Background: an optimization exercise with open tools, aiming at small area and a short achievable clock period. Do not read the settings as production practice.
The RTL was checked by simulation tests, not by an equivalence proof against the original design.

## flow/design.v (module list and top-level ports; edited modules follow where they fit)
// module dmd_qlut: 143 lines
// module dmd_narrow: 14 lines
// module dmd_add: 40 lines
// module dmd_carry: 36 lines
// module dmd_gp: 20 lines
// module dmd_ge: 9 lines
// module dmd_lt3: 15 lines
// module dmd_mac: 513 lines
// module dmd_dp: 18 lines
// module dmd_osc: 22 lines
// module dmd_top: 327 lines
module dmd_top (
    input  wire        clk,
    input  wire        rst,
    input  wire [47:0] cfg_freq,      
    input  wire [2:0]  cfg_mode,      
    input  wire [17:0] cfg_ax0_i,
    input  wire [17:0] cfg_ax0_q,
    input  wire [17:0] cfg_ax1_i,
    input  wire [17:0] cfg_ax1_q,
    input  wire [35:0] cfg_t0,
    input  wire [35:0] cfg_t1,
    input  wire [35:0] cfg_t2,
    input  wire        s_valid,
    input  wire        s_start,       
    input  wire [11:0] s_len,         
    input  wire [47:0] s_phase,       
    input  wire [15:0] s_y,           
    input  wire [35:0] s_w,           
    output reg         res_valid,
    output reg  [35:0] res_i,
    output reg  [35:0] res_q,
    output reg  [1:0]  res_state,
    output reg  [3:0]  res_flags      
);
  // ...
==> flow/flow/run.sh <==
#!/bin/bash
# The standard layout (the standard.sh), except that timing repair aims
# for more setup slack than the design's flow settings ask for, and the port
# buffers are sky130_fd_sc_hd__buf_2. The clock period, constraints,
# synthesis, floorplan, power grid and routing are the standard ones.
set -euo pipefail
MARGIN=$(cat flow/margin.txt)
# standard synthesis, unchanged
bash standard.sh synth > synth.log 2>&1
# the rest of the standard flow with the larger setup margin
sed -e "s/SETUP_SLACK_MARGIN=[-0-9.]*/SETUP_SLACK_MARGIN=${MARGIN} BUFFER_PORTS_ARGS='-buffer_cell sky130_fd_sc_hd__buf_2'/" standard.sh > standard_margin.sh
bash standard_margin.sh > layout.log 2>&1
==> flow/flow/margin.txt <==
14.9
==> flow/standard.sh <==
#!/bin/bash
# synth_recipe.tcl (not shown) runs the flow's synth.tcl, then flattens the netlist and writes it again
# the make line also repeats each setting of config.mk as NAME=value (left out here)
make -C /OpenROAD-flow-scripts/flow DESIGN_CONFIG=/design/flow/config.mk WORK_HOME=/design/flow/orfs CLKGATE_MAP_FILE= SYNTH_SCRIPT=/design/flow/synth_recipe.tcl "${@:-finish}"
==> flow/config.mk <==
export PLATFORM = sky130hd
export DESIGN_NAME = dmd_top
export DESIGN_NICKNAME = dmd_top
export VERILOG_FILES = /design/flow/design.v
export SDC_FILE = /design/flow/constraint.sdc
export NUM_CORES = 4
export LEC_CHECK = 0
export CAP_MARGIN = 20
export CORE_MARGIN = 2
export CORE_UTILIZATION = 40
export CTS_CLUSTER_SIZE = 30
export SETUP_SLACK_MARGIN = 1.0
export SLEW_MARGIN = 20
export SYNTH_MEMORY_MAX_BITS = 65536
==> flow/constraint.sdc <==
create_clock -name core_clock -period 20.0 [get_ports {clk}]
set_input_delay 4.0000 -clock core_clock [delete_from_list [all_inputs] [get_ports {clk}]]
set_output_delay 4.0000 -clock core_clock [all_outputs]
set_load 0.01 [all_outputs]
==> impl_metrics.csv, run 1 <==
group,metric,value,unit
run_status,status,"complete, no violations",
floorplanning,coreArea,158000,sq um
synthesis,synth_area_leader_cell,"edfxtp_1",
critical_path,critPathRequiredTime,16.00,ns
synthesis,ys_types,94,
clock_tree,cts_root_buf,"clkbuf_16",
critical_path,cp_slowest_cell,"dfxtp_4",
drt,via_count,54957,
floorplanning,dieHeight,402,um
finish,final_cell_mix,"inv_1, xnor2_1, nand2_1",
clock_tree,path_clk_slew,0.06,ns
sta,final-setup-viol-count,0,
placed_design,place_inst,9071,
synthesis,syn-cell-area,63300,sq um
min_path,hold_class,"reg2reg",
critical_path,crit_chain,"buf_6",
synthesis,synthArstFlopShare,0,
critical_path,r2r_end,"aq[47]",
synthesis,synthFlopType,"edfxtp_1",
synthesis,yosys_register_bits,732,
synthesis,synth_nets,8110,
critical_path,r2r-start,"dgb2[1]",
finish,seq_share,0.261,
finish,seq_area,18500,sq um
finish,dominant_cells,"multi-input gates",
==> run 2, diff against run 1 <==
--- a/flow/config.mk
+++ b/flow/config.mk
@@ -8,6 +8,5 @@
 export CAP_MARGIN = 20
 export CORE_MARGIN = 2
-export CORE_UTILIZATION = 40
-export CTS_CLUSTER_SIZE = 30
+export CORE_UTILIZATION = 52
 export SETUP_SLACK_MARGIN = 1.0
 export SLEW_MARGIN = 20
==> run 2 against run 1 <==
Net effect: synthesized area is the same; via count shrank 0.79%; hold slack lost 0.0015 ns; die area shrank 23%; critical path depth is the same; sequential share of layout area grew 0.26 points; cell area shrank 0.97%; global-route usage grew 7.2 points.
==> impl_metrics.csv, run 2 <==
group,metric,value,unit
drt,wl_per_cell,25.8,um
global_route,grt_pass1_vias,53477,
finish,reg_top3,"ai: 49 flops, aq: 49 flops",
sta,drv_slew,0,
placed_design,io_buffer_count,425,
sta,tns,0,ns
synthesis,yosysMostFrequentCell,"inv_1",
synthesis,syn-cell-area,63300,sq um
run_status,status,"complete, no violations",
sta,final-setup-viol-count,0,
synthesis,syn_avg_cell_area,9.11,sq um
sta,setup_slack,14.78,ns
critical_path,critPathLaunchType,"flop",
critical_path,crit_chain,"buf_6",
critical_path,endpoint_kind,"output port",
global_route,grt_overflow,0,
floorplanning,coreArea,121000,sq um
drt,postRouteAntennaNets,0,
finish,final_cell_mix,"inv_1, xnor2_1, nand2_1",
synthesis,yosys_register_bits,732,
floorplanning,die_w,353,um
finish,final_common_cell,"inv_1",
synthesis,synth_area_leader_cell,"edfxtp_1",
floorplanning,ioPinCount,426,
clock_tree,htreeDepth,3,
drt,finalWirelength,227000,um
sta,fmax,192,MHz
critical_path,cp_max_fo,1,
sta,worstMarginPinSlew,1.18,ns
placed_design,preCtsSetupSlack,13.90,ns
floorplanning,die_area,125000,sq um
critical_path,arrival,1.22,ns
drt,via_per_inst,6.21,
critical_path,crit_type,"reg2out",
synthesis,seq_area_frac_synth,0.290,
critical_path,cp_slowest_cell,"dfxtp_4",
clock_tree,cts_hold_buf,0,
drt,drc,0,
sta,maxSlewHeadroom,0.206,
drt,first_iter_violations,5662,
finish,fillers,10968,
synthesis,synth_top_area_share,0.176,
synthesis,ys_types,94,
clock_tree,tritoncts,"yes",
floorplanning,start_util,0.522,
critical_path,critPathMaxStageDelay,0.39,ns
clock_tree,clock_sinks,732,
finish,drive_gt1_frac,0.123,
placed_design,gp_congestion,0.965,
finish,layout.nets,8241,
placed_design,dpl_cell_area,66600,sq um
synthesis,synthCells,6950,
synthesis,synth_nets,8110,
synthesis,synthArstFlopShare,0,
finish,area_growth,10.8,%
sta,finClkSkew,0.0372,ns
clock_tree,cts_buffers,87,
clock_tree,cts_max_path_buffers,3,
synthesis,yosysWarningCount,7,
synthesis,ys_top_cells_by_area,"edfxtp_1, fa_1, dfxtp_1, ha_1, xnor2_1",
clock_tree,clk_latency,0.74,ns
synthesis,synthFlopType,"edfxtp_1",
run,maxCapViolCount,0,
floorplanning,rows,128,
critical_path,path_buf_inv,1,
finish,final_area,70200,sq um
global_route,grtUsageTotal,0.356,
critical_path,critPathTopFamily,"flip-flops",
clock_tree,cts_root_buf,"clkbuf_16",
drt,drt_pass1_iterations,7,
sta,rsz0062_at_grt,"yes",
critical_path,critPathRequiredTime,16.00,ns
sta,post-route-period-util,0.261,
sta,fin_crit,5.22,ns
drt,via_count,54521,
synthesis,netlist_top_cells_count,"inv_1, xnor2_1, nand2_1",
floorplanning,dieHeight,353,um
min_path,hold_class,"reg2reg",
global_route,grt_pass1_wl,338000,um
clock_tree,path_clk_slew,0.06,ns
global_route,grt_max_degree,103,
synthesis,synth_edf_count,372,
global_route,antenna_found_initial,12,
placed_design,hpwl,167000,um
sta,final_hold_viol_count,0,
==> run 2: layout make-up <==
| class | instances | area (sq um) | area share |
|---|---|---|---|
| multi-input combinational | 5164 | 41200 | 0.587 |
| inverter | 557 | 2090 | 0.0298 |
| clock inverter | 39 | 385 | 0.00549 |
| tap | 1625 | 2030 | 0.0290 |
| antenna | 7 | 17.5 | 0.000250 |
| timing repair buffer | 539 | 3320 | 0.0474 |
| clock buffer | 123 | 2620 | 0.0374 |
| sequential | 732 | 18500 | 0.263 |
==> run 2: cells by family after synthesis <==
logic type	count (synthesis)	synth area share
compound gates	1976	0.207
fa+ha+maj	847	0.211
xor+xnor	715	0.0990
flops	732	0.290
simple gates	1564	0.119
buf+inv	1054	0.0633
mux	62	0.0108
==> run 2: metrics by stage <==
| stage | utilization | std cells | hold slack, ns |
|---|---|---|---|
| floorplan | - | 6950 | 0.310 |
| global placement | 0.549 | 8608 | 0.313 |
| detailed placement | 0.549 | 8608 | 0.315 |
| CTS | 0.575 | 8771 | 0.327 |
| global route | 0.578 | 8784 | 0.331 |
| finish | 0.578 | 8786 | 0.325 |
==> run 2: layer usage <==
metal,GRT usage,up-vias,share of wire
met1,0.455,26701,0.39
met4,0.190,6,0.062
li1,-,24772,-
met5,0,-,0.00016
met2,0.567,2469,0.45
met3,0.0748,573,0.089
==> run 2: what timing repair did <==
action,in CTS,in global routing
cloned,0,1
resized for setup,56,62
buffers inserted,1,5
pin swaps,0,1
setup endpoints to repair,151,113
==> run 2: path summary, 6_finish.rpt <==
| kind | slack, ns | start | cells past startpoint | to |
|---|---|---|---|---|
| worst max-delay path | 14.78 | res_flags[0] | 1 | res_flags[0] |
| worst min-delay path | 0.32 | f1 | 0 | f2 |
| worst max register to register | 15.03 | ngi2[5] | 16 | acc_i[24] |
| worst min register to register | 0.32 | f1 | 0 | f2 |
==> run 3, diff against run 2 <==
--- a/flow/config.mk
+++ b/flow/config.mk
@@ -8,5 +8,5 @@
 export CAP_MARGIN = 20
 export CORE_MARGIN = 2
-export CORE_UTILIZATION = 52
+export CORE_UTILIZATION = 58
 export SETUP_SLACK_MARGIN = 1.0
 export SLEW_MARGIN = 20
==> run 3 against run 2 <==
Net effect: synthesized cell count stayed put; register-to-register slack worse by 0.15 ns; die area is 10% lower; cell count is 2.4% lower; via count is 1.6% higher; non-clock buffer count is 4 higher; critical path type unchanged; critical endpoint unchanged; highest routed layer unchanged.
==> impl_metrics.csv, run 3 <==
group,metric,value,unit
synthesis,synth_top_area_share,0.176,
finish,fillers,9244,
sta,drv_slew,0,
clock_tree,cts_root_buf,"clkbuf_16",
sta,tns,0,ns
min_path,whs_path_depth,0,
finish,drive_gt1_frac,0.123,
sta,worstMarginPinSlew,1.25,ns
placed_design,gp_congestion,0.984,
critical_path,r2r_slack,14.88,ns
run,maxCapViolCount,0,
synthesis,synthFlopType,"edfxtp_1",
sta,finClkSkew,0.0352,ns
synthesis,synthArstFlopShare,0,
drt,first_iter_violations,6418,
floorplanning,coreArea,109000,sq um
critical_path,critPathTopFamily,"flip-flops",
clock_tree,cts_buffers,85,
global_route,grt_pass1_vias,54157,
floorplanning,ioPinCount,426,
finish,reg_top3,"ai: 49 flops, aq: 49 flops",
critical_path,endpoint,"res_flags[0]",
floorplanning,start_util,0.583,
sta,rsz0062_at_grt,"yes",
critical_path,reg2reg_depth,16,
floorplanning,dieHeight,334,um
synthesis,yosysWarningCount,7,
synthesis,yosys_register_bits,732,
global_route,antenna_found_initial,12,
clock_tree,clk_latency,0.71,ns
finish,final_common_cell,"inv_1",
floorplanning,die_area,112000,sq um
critical_path,cp_max_fo,1,
sta,fin_crit,5.21,ns
critical_path,critPathMaxStageDelay,0.40,ns
synthesis,seq_area_frac_synth,0.290,
clock_tree,path_clk_slew,0.06,ns
synthesis,syn-cell-area,63300,sq um
global_route,grt_max_degree,78,
sta,fmax,192,MHz
sta,post-route-period-util,0.261,
critical_path,cp.depth,1,
synthesis,syn_avg_cell_area,9.11,sq um
clock_tree,cts_max_path_buffers,3,
synthesis,ys_top_cells_by_area,"edfxtp_1, fa_1, dfxtp_1, ha_1, xnor2_1",
critical_path,crit_chain,"buf_6",
global_route,grt_pass1_wl,329000,um
global_route,grt_overflow,0,
synthesis,synth_nets,8110,
drt,wl_per_cell,25.6,um
synthesis,netlist_top_cells_count,"inv_1, xnor2_1, nand2_1",
critical_path,startpoint,"res_flags[0]",
drt,postRouteAntennaNets,0,
finish,area_growth,10.2,%
critical_path,r2r-start,"ph[38]",
clock_tree,htreeDepth,3,
critical_path,crit_type,"reg2out",
min_path,hold_class,"reg2reg",
finish,layout.nets,8243,
critical_path,arrival,1.21,ns
critical_path,path_buf_inv,1,
critical_path,critPathRequiredTime,16.00,ns
clock_tree,cts_hold_buf,0,
critical_path,cp_slowest_cell,"dfxtp_4",
synthesis,ys_types,94,
run_status,status,"complete, no violations",
drt,drc,0,
finish,fin_util,0.643,
drt,finalWirelength,220000,um
placed_design,io_buffer_count,425,
finish,final_cell_mix,"inv_1, xnor2_1, nand2_1",
sta,maxSlewHeadroom,0.143,
synthesis,synth_area_leader_cell,"edfxtp_1",
critical_path,r2r_end,"ms2[2]",
floorplanning,die_w,334,um
sta,final-setup-viol-count,0,
floorplanning,rows,121,
critical_path,critPathLaunchType,"flop",
synthesis,synth_edf_count,372,
drt,via_count,55384,
critical_path,endpoint_kind,"output port",
synthesis,synthCells,6950,
global_route,grtUsageTotal,0.386,
placed_design,hpwl,161000,um
drt,via_per_inst,6.46,
clock_tree,clock_sinks,732,
sta,final_hold_viol_count,0,
drt,drt_pass1_iterations,8,
clock_tree,tritoncts,"yes",
synthesis,yosysMostFrequentCell,"inv_1",
-- run 3: cell counts after synthesis --
Identical to the previous run, type by type.
-- run 3: per-layer routing --
metal	up-vias	wire length [um]	global-route usage
met5	-	78	0
met3	723	25400	0.105
li1	24798	-	-
met2	3238	97200	0.599
met1	26613	83000	0.490
met4	12	14100	0.212
-- run 3: cell families (layout without fill, tap and decap cells) --
family	Yosys count	in the layout	synth area share
AND/OR/NAND/NOR	1564	1564	0.119
AO/OA/AOI/OAI	1976	1976	0.207
buffers and inverters	1054	1260	0.0633
flip-flops	732	732	0.290
multiplexers	62	62	0.0108
other	0	4	0
adder cells (fa/ha/maj)	847	847	0.211
XOR/XNOR	715	715	0.0990
-- run 3: per-stage QoR --
step	hold WS, ns	instances	setup WS (ns)	instance area (sq um)
2_1_floorplan	0.310	6950	14.90	63300
3_3_place_gp	0.313	8400	14.34	66300
3_5_place_dp	0.323	8400	14.29	66300
4_1_cts	0.336	8563	14.78	69500
5_1_grt	0.351	8571	14.78	69800
6_report	0.330	8574	14.79	69800
-- run 3: area by class of cell --
class	count	area (sq um)	area share
Multi-Input combinational cell	5164	41200	0.590
Clock buffer	111	2420	0.0347
Tap cell	1414	1770	0.0253
Inverter	557	2100	0.0301
Sequential cell	732	18500	0.264
Antenna cell	4	10.0	0.000143
Timing Repair Buffer	543	3290	0.0472
Clock inverter	49	562	0.00805
-- run 3: how the worst min path moves through the flow --
stage / start / endpoint / slack [ns]
floorplan: f1 / f2 / 0.31
global placement: l2 / l3 / 0.31
detailed placement: l2 / l3 / 0.32
CTS: l2 / l3 / 0.34
global route: l2 / l3 / 0.35
finish: l2 / l3 / 0.33
-- run 3: timing repair --
| item | CTS | global route |
|---|---|---|
| gates cloned | 0 | 1 |
| endpoints found under the setup margin | 133 | 125 |
| pin swaps | 0 | 0 |
| setup buffers | 3 | 4 |
| gates resized for setup | 38 | 62 |
==> run 4, diff against run 3 <==
==> flow/flow/run.sh (replaced) <==
#!/bin/bash
# The standard layout (the standard.sh), except that timing repair aims
# for more setup slack than the design's flow settings ask for, and the port
# buffers are sky130_fd_sc_hd__buf_1. The clock period, constraints,
# synthesis, floorplan, power grid and routing are the standard ones.
set -euo pipefail
MARGIN=$(cat flow/margin.txt)
# standard synthesis, unchanged
bash standard.sh synth > synth.log 2>&1
# the rest of the standard flow with the larger setup margin
sed -e "s/SETUP_SLACK_MARGIN=[-0-9.]*/SETUP_SLACK_MARGIN=${MARGIN} BUFFER_PORTS_ARGS='-buffer_cell sky130_fd_sc_hd__buf_1'/" standard.sh > standard_margin.sh
bash standard_margin.sh > layout.log 2>&1
--- a/flow/config.mk
+++ b/flow/config.mk
@@ -8,5 +8,5 @@
 export CAP_MARGIN = 20
 export CORE_MARGIN = 2
-export CORE_UTILIZATION = 58
+export CORE_UTILIZATION = 52
 export SETUP_SLACK_MARGIN = 1.0
 export SLEW_MARGIN = 20
==> run 4 against run 3 <==
Net effect: still clean; core utilization fell by 6.8 points; hold slack improved by 0.0020 ns; critical path depth did not move; setup slack got worse by 0.015 ns; die area rose by 11%; non-clock buffer count did not move; synthesized area did not move; register-to-register slack improved by 0.08 ns; global-route usage fell by 3.7 points; synthesized cell count did not move; critical path type unchanged; critical endpoint unchanged; highest routed layer unchanged.
==> impl_metrics.csv, run 4 <==
group,metric,value,unit
run_status,status,"complete, no violations",
critical_path,critPathTopFamily,"flip-flops",
critical_path,reg2reg_depth,14,
finish,final_cell_mix,"inv_1, xnor2_1, nand2_1",
synthesis,synth_top_area_share,0.176,
floorplanning,coreArea,121000,sq um
critical_path,r2r-start,"ph[38]",
clock_tree,cts_buffers,89,
critical_path,cp.depth,1,
clock_tree,cts_max_path_buffers,3,
critical_path,crit_type,"reg2out",
clock_tree,htreeDepth,3,
global_route,grt_overflow,0,
synthesis,syn-cell-area,63300,sq um
critical_path,arrival,1.23,ns
synthesis,yosysMostFrequentCell,"inv_1",
finish,layout.nets,8247,
critical_path,cp_max_fo,1,
placed_design,hpwl,165000,um
synthesis,syn_avg_cell_area,9.11,sq um
critical_path,r2r_end,"ms2[0]",
synthesis,seq_area_frac_synth,0.290,
global_route,grt_pass1_wl,334000,um
critical_path,endpoint,"res_flags[0]",
sta,fmax,191,MHz
drt,finalWirelength,222000,um
synthesis,yosysWarningCount,7,
synthesis,yosys_register_bits,732,
critical_path,critPathLaunchType,"flop",
sta,final_hold_viol_count,0,
floorplanning,die_area,125000,sq um
sta,worstMarginPinSlew,1.13,ns
critical_path,endpoint_kind,"output port",
synthesis,ys_types,94,
critical_path,path_buf_inv,1,
synthesis,synth_nets,8110,
synthesis,synthArstFlopShare,0,
drt,postRouteAntennaNets,0,
floorplanning,die_w,353,um
min_path,hold_class,"reg2reg",
drt,drc,0,
clock_tree,clock_sinks,732,
placed_design,io_buffer_count,425,
finish,reg_top3,"ai: 49 flops, aq: 49 flops",
finish,drive_gt1_frac,0.0764,
sta,post-route-period-util,0.261,
global_route,grtUsageTotal,0.349,
global_route,antenna_found_initial,4,
critical_path,critPathRequiredTime,16.00,ns
drt,first_iter_violations,5589,
sta,final-setup-viol-count,0,
sta,finClkSkew,0.0454,ns
synthesis,synth_edf_count,372,
floorplanning,start_util,0.522,
drt,via_per_inst,6.19,
placed_design,gp_congestion,0.983,
clock_tree,tritoncts,"yes",
critical_path,critPathMaxStageDelay,0.40,ns
clock_tree,cts_hold_buf,0,
clock_tree,clk_latency,0.73,ns
finish,final_common_cell,"inv_1",
drt,drt_pass1_iterations,6,
drt,via_count,54391,
drt,wl_per_cell,25.2,um
critical_path,cp_slowest_cell,"dfxtp_4",
synthesis,synthCells,6950,
critical_path,crit_chain,"buf_6",
global_route,grt_max_degree,81,
floorplanning,rows,128,
floorplanning,ioPinCount,426,
run,maxCapViolCount,0,
sta,tns,0,ns
floorplanning,dieHeight,353,um
critical_path,startpoint,"res_flags[0]",
sta,rsz0062_at_grt,"yes",
global_route,grt_pass1_vias,53525,
sta,fin_crit,5.23,ns
finish,fillers,11024,
sta,maxSlewHeadroom,0.240,
synthesis,synth_area_leader_cell,"edfxtp_1",
clock_tree,path_clk_slew,0.06,ns
critical_path,r2r_slack,14.96,ns
synthesis,synthFlopType,"edfxtp_1",
sta,drv_slew,0,
clock_tree,cts_root_buf,"clkbuf_16",
finish,area_growth,10.1,%
synthesis,ys_top_cells_by_area,"edfxtp_1, fa_1, dfxtp_1, ha_1, xnor2_1",
synthesis,netlist_top_cells_count,"inv_1, xnor2_1, nand2_1",
run 4: logic make-up after synthesis:
kind of cell / after synthesis / share of synthesized area
AOI/OAI and AO/OA: 1976 / 0.207
xor gates and xnor gates: 715 / 0.0990
adders and majority gates: 847 / 0.211
buffers and inverters: 1054 / 0.0633
DFF: 732 / 0.290
muxes: 62 / 0.0108
and+or+nand+nor: 1564 / 0.119
run 4: worst min path at each step:
stage          startpoint  endpoint  slack (ns)  cells past startpoint
2_1_floorplan          f1        f2        0.31                      0
3_3_place_gp           l2        l3        0.31                      0
3_5_place_dp           l2        l3        0.32                      0
4_1_cts                l2        l3        0.33                      0
5_1_grt                l2        l3        0.34                      0
6_report               l2        l3        0.33                      0
run 4: metal layers:
layer | vias up | share of wire | global-route usage
li1 | 24808 | - | -
met1 | 26477 | 0.39 | 0.451
met2 | 2576 | 0.46 | 0.560
met3 | 526 | 0.090 | 0.0680
met4 | 4 | 0.059 | 0.177
met5 | - | 0.00053 | 0
run 4: cell type report:
type	count	area, sq um	share of cell area
antenna	2	5.00	0.0000717
clock buffer	119	2580	0.0369
sequential	732	18500	0.265
inverter	557	2100	0.0301
timing repair buffer	543	2930	0.0420
clock inverter	48	417	0.00597
tap	1625	2030	0.0291
multi-input combinational	5164	41200	0.591
run 4: stage by stage:
stage	setup slack (ns)	cell area, sq um	util	std cells	hold WS, ns
detailed placement	14.02	66100	0.544	8608	0.319
global placement	14.00	66100	0.544	8608	0.314
global route	14.73	69800	0.575	8789	0.341
CTS	14.75	69300	0.571	8775	0.333
finish	14.77	69800	0.575	8790	0.332
floorplan	14.90	63300	-	6950	0.310
run 4: what timing repair did:
action	4_1_cts	5_1_grt
endpoints found under the setup margin	92	123
resized for setup	130	77
hold endpoints to repair	0	0
buffers inserted	0	11
==> run 5, diff against run 4 <==
--- a/flow/config.mk
+++ b/flow/config.mk
@@ -8,5 +8,5 @@
 export CAP_MARGIN = 20
 export CORE_MARGIN = 2
-export CORE_UTILIZATION = 52
+export CORE_UTILIZATION = 58
 export SETUP_SLACK_MARGIN = 1.0
 export SLEW_MARGIN = 20
==> run 5 against run 4 <==
Net effect: synthesized area did not move; cell area down 0.51%; routed wire length fell by 1.4%; still clean on timing, DRC and antenna; critical path type unchanged.
==> impl_metrics.csv, run 5 <==
group,metric,value,unit
drt,via_per_inst,6.45,
synthesis,synthArstFlopShare,0,
sta,final_hold_viol_count,0,
drt,drt_pass1_iterations,9,
finish,final_common_cell,"inv_1",
synthesis,syn-cell-area,63300,sq um
clock_tree,tritoncts,"yes",
critical_path,crit_type,"reg2out",
synthesis,yosysMostFrequentCell,"inv_1",
synthesis,ys_types,94,
drt,first_iter_violations,6302,
run_status,status,"complete, no violations",
synthesis,syn_avg_cell_area,9.11,sq um
synthesis,synth_top_area_share,0.176,
global_route,grt_overflow,0,
finish,reg_top3,"ai: 49 flops, aq: 49 flops",
critical_path,critPathRequiredTime,16.00,ns
clock_tree,htreeDepth,3,
drt,finalWirelength,219000,um
drt,wl_per_cell,25.5,um
synthesis,yosys_register_bits,732,
synthesis,ys_top_cells_by_area,"edfxtp_1, fa_1, dfxtp_1, ha_1, xnor2_1",
floorplanning,ioPinCount,426,
clock_tree,cts_buffers,86,
sta,rsz0062_at_grt,"yes",
critical_path,critPathLaunchType,"flop",
sta,post-route-period-util,0.260,
finish,area_growth,9.58,%
min_path,hold_class,"reg2reg",
finish,drive_gt1_frac,0.0733,
sta,fin_crit,5.21,ns
critical_path,path_buf_inv,1,
clock_tree,clock_sinks,732,
floorplanning,rows,121,
sta,fmax,192,MHz
global_route,grt_max_degree,93,
sta,worstMarginPinSlew,1.13,ns
finish,final_cell_mix,"inv_1, xnor2_1, nand2_1",
synthesis,synth_nets,8110,
sta,drv_slew,0,
floorplanning,dieHeight,334,um
placed_design,gp_congestion,1.01,
clock_tree,cts_max_path_buffers,3,
synthesis,synth_area_leader_cell,"edfxtp_1",
sta,tns,0,ns
synthesis,seq_area_frac_synth,0.290,
synthesis,synthCells,6950,
run,maxCapViolCount,0,
drt,postRouteAntennaNets,0,
sta,maxSlewHeadroom,0.249,
drt,drc,0,
clock_tree,cts_root_buf,"clkbuf_16",
floorplanning,die_area,112000,sq um
clock_tree,path_clk_slew,0.07,ns
sta,hold_ws,0.331,ns
finish,fin_util,0.639,
synthesis,synth_edf_count,372,
synthesis,netlist_top_cells_count,"inv_1, xnor2_1, nand2_1",
synthesis,synthFlopType,"edfxtp_1",
critical_path,crit_chain,"buf_6",
synthesis,yosysWarningCount,7,
critical_path,endpoint_kind,"output port",
critical_path,critPathTopFamily,"flip-flops",
placed_design,hpwl,160000,um
global_route,grt_pass1_wl,327000,um
floorplanning,coreArea,109000,sq um
critical_path,cp_max_fo,1,
finish,layout.nets,8237,
drt,via_count,55251,
floorplanning,start_util,0.583,
critical_path,critPathMaxStageDelay,0.40,ns
global_route,antenna_found_initial,12,
sta,final-setup-viol-count,0,
floorplanning,die_w,334,um
critical_path,arrival,1.21,ns
global_route,grt_pass1_vias,53742,
clock_tree,clk_latency,0.70,ns
placed_design,io_buffer_count,425,
sta,finClkSkew,0.0383,ns
global_route,grtUsageTotal,0.384,
critical_path,cp_slowest_cell,"dfxtp_4",
==> run 5: cell count changes in the layout (fill, tap and decap cells not counted), moves of 4 or more <==
cell and change:
dfxtp_2 -11, buf_4 -6, clkinv_4 +4, clkbuf_1 -4, clkinvlp_4 -4, dfxtp_1 +10, buf_6 -18, buf_2 +14
==> run 5: final cells by class <==
cell class                 count  area (sq um)
antenna                        5          12.5
fill                        9364         39200
timing repair buffer         536          2830
tap                         1414          1770
multi-input combinational   5164         41200
inverter                     557          2090
sequential                   732         18500
clock inverter                49           523
clock buffer                 112          2510
==> run 5: metal layers <==
metal,up-vias,wire (um),global-route usage
met4,14,13300,0.198
met1,26406,82600,0.488
met3,719,26500,0.111
li1,24817,-,-
met2,3295,96200,0.595
met5,-,98,0
==> run 5: worst paths after layout <==
check,from,endpoint,slack (ns),depth (start not counted)
worst max register to register,ph[38],ms2[1],14.82,14
worst min register to register,l2,l3,0.33,0
worst max-delay path,res_flags[0],res_flags[0],14.79,1
worst min-delay path,l2,l3,0.33,0
==> run 5: kinds of logic after synthesis <==
| kind of cell | count (synthesis) | synth area share |
|---|---|---|
| mux | 62 | 0.0108 |
| compound gates | 1976 | 0.207 |
| buf+inv | 1054 | 0.0633 |
| simple gates | 1564 | 0.119 |
| fa+ha+maj | 847 | 0.211 |
| flops | 732 | 0.290 |
| xor+xnor | 715 | 0.0990 |
==> run 5: repair_timing <==
action	4_1_cts	5_1_grt
pin swaps	0	0
gates cloned	0	1
hold buffers	0	0
gates resized for setup	112	63
setup buffers	3	0
setup endpoints to repair	127	135
==> run 5: metrics by stage <==
stage | instances | setup WS, ns | area (sq um)
final | 8569 | 14.79 | 69400
after floorplan | 6950 | 14.90 | 63300
after CTS | 8561 | 14.78 | 69100
after detailed placement | 8397 | 14.38 | 65800
after global placement | 8397 | 14.43 | 65800
after global routing | 8564 | 14.78 | 69400

-- afterwards: timing with drivers on the ports --
The flow's constraints put no driver on any port. The routed layouts listed below were extracted and timed again, unchanged, in two steps.
Step 1, drivers: a clkbuf_16 drives clk and a buf_2 each remaining input, both assumed.
Step 2, shift: input delay + t, output delay - t, t = (earliest + latest rising clock arrival at the registers) / 2. This alone moves slack from input paths to output paths.
Three values: ideal ports, drivers, drivers and shift; two values: the first two.
run	t, ns	slack for setup (ns)	worst register clock-pin slew, ns	worst slew at a driven data input, ns
run 1	0.812	14.764 / 14.680 / 14.401	0.07 / 0.07	0.12
run 2	0.799	14.780 / 14.700 / 14.263	0.08 / 0.08	0.11
run 3	0.770	14.786 / 14.709 / 14.365	0.07 / 0.07	0.09
run 4	0.782	14.771 / 14.695 / 14.311	0.07 / 0.07	0.09
run 5	0.765	14.794 / 14.713 / 14.391	0.07 / 0.07	0.10
After both steps every run listed still meets setup and hold. For run 2, which loses most, drivers alone change the setup slack by -0.080 ns; drivers and shift together by -0.517 ns.
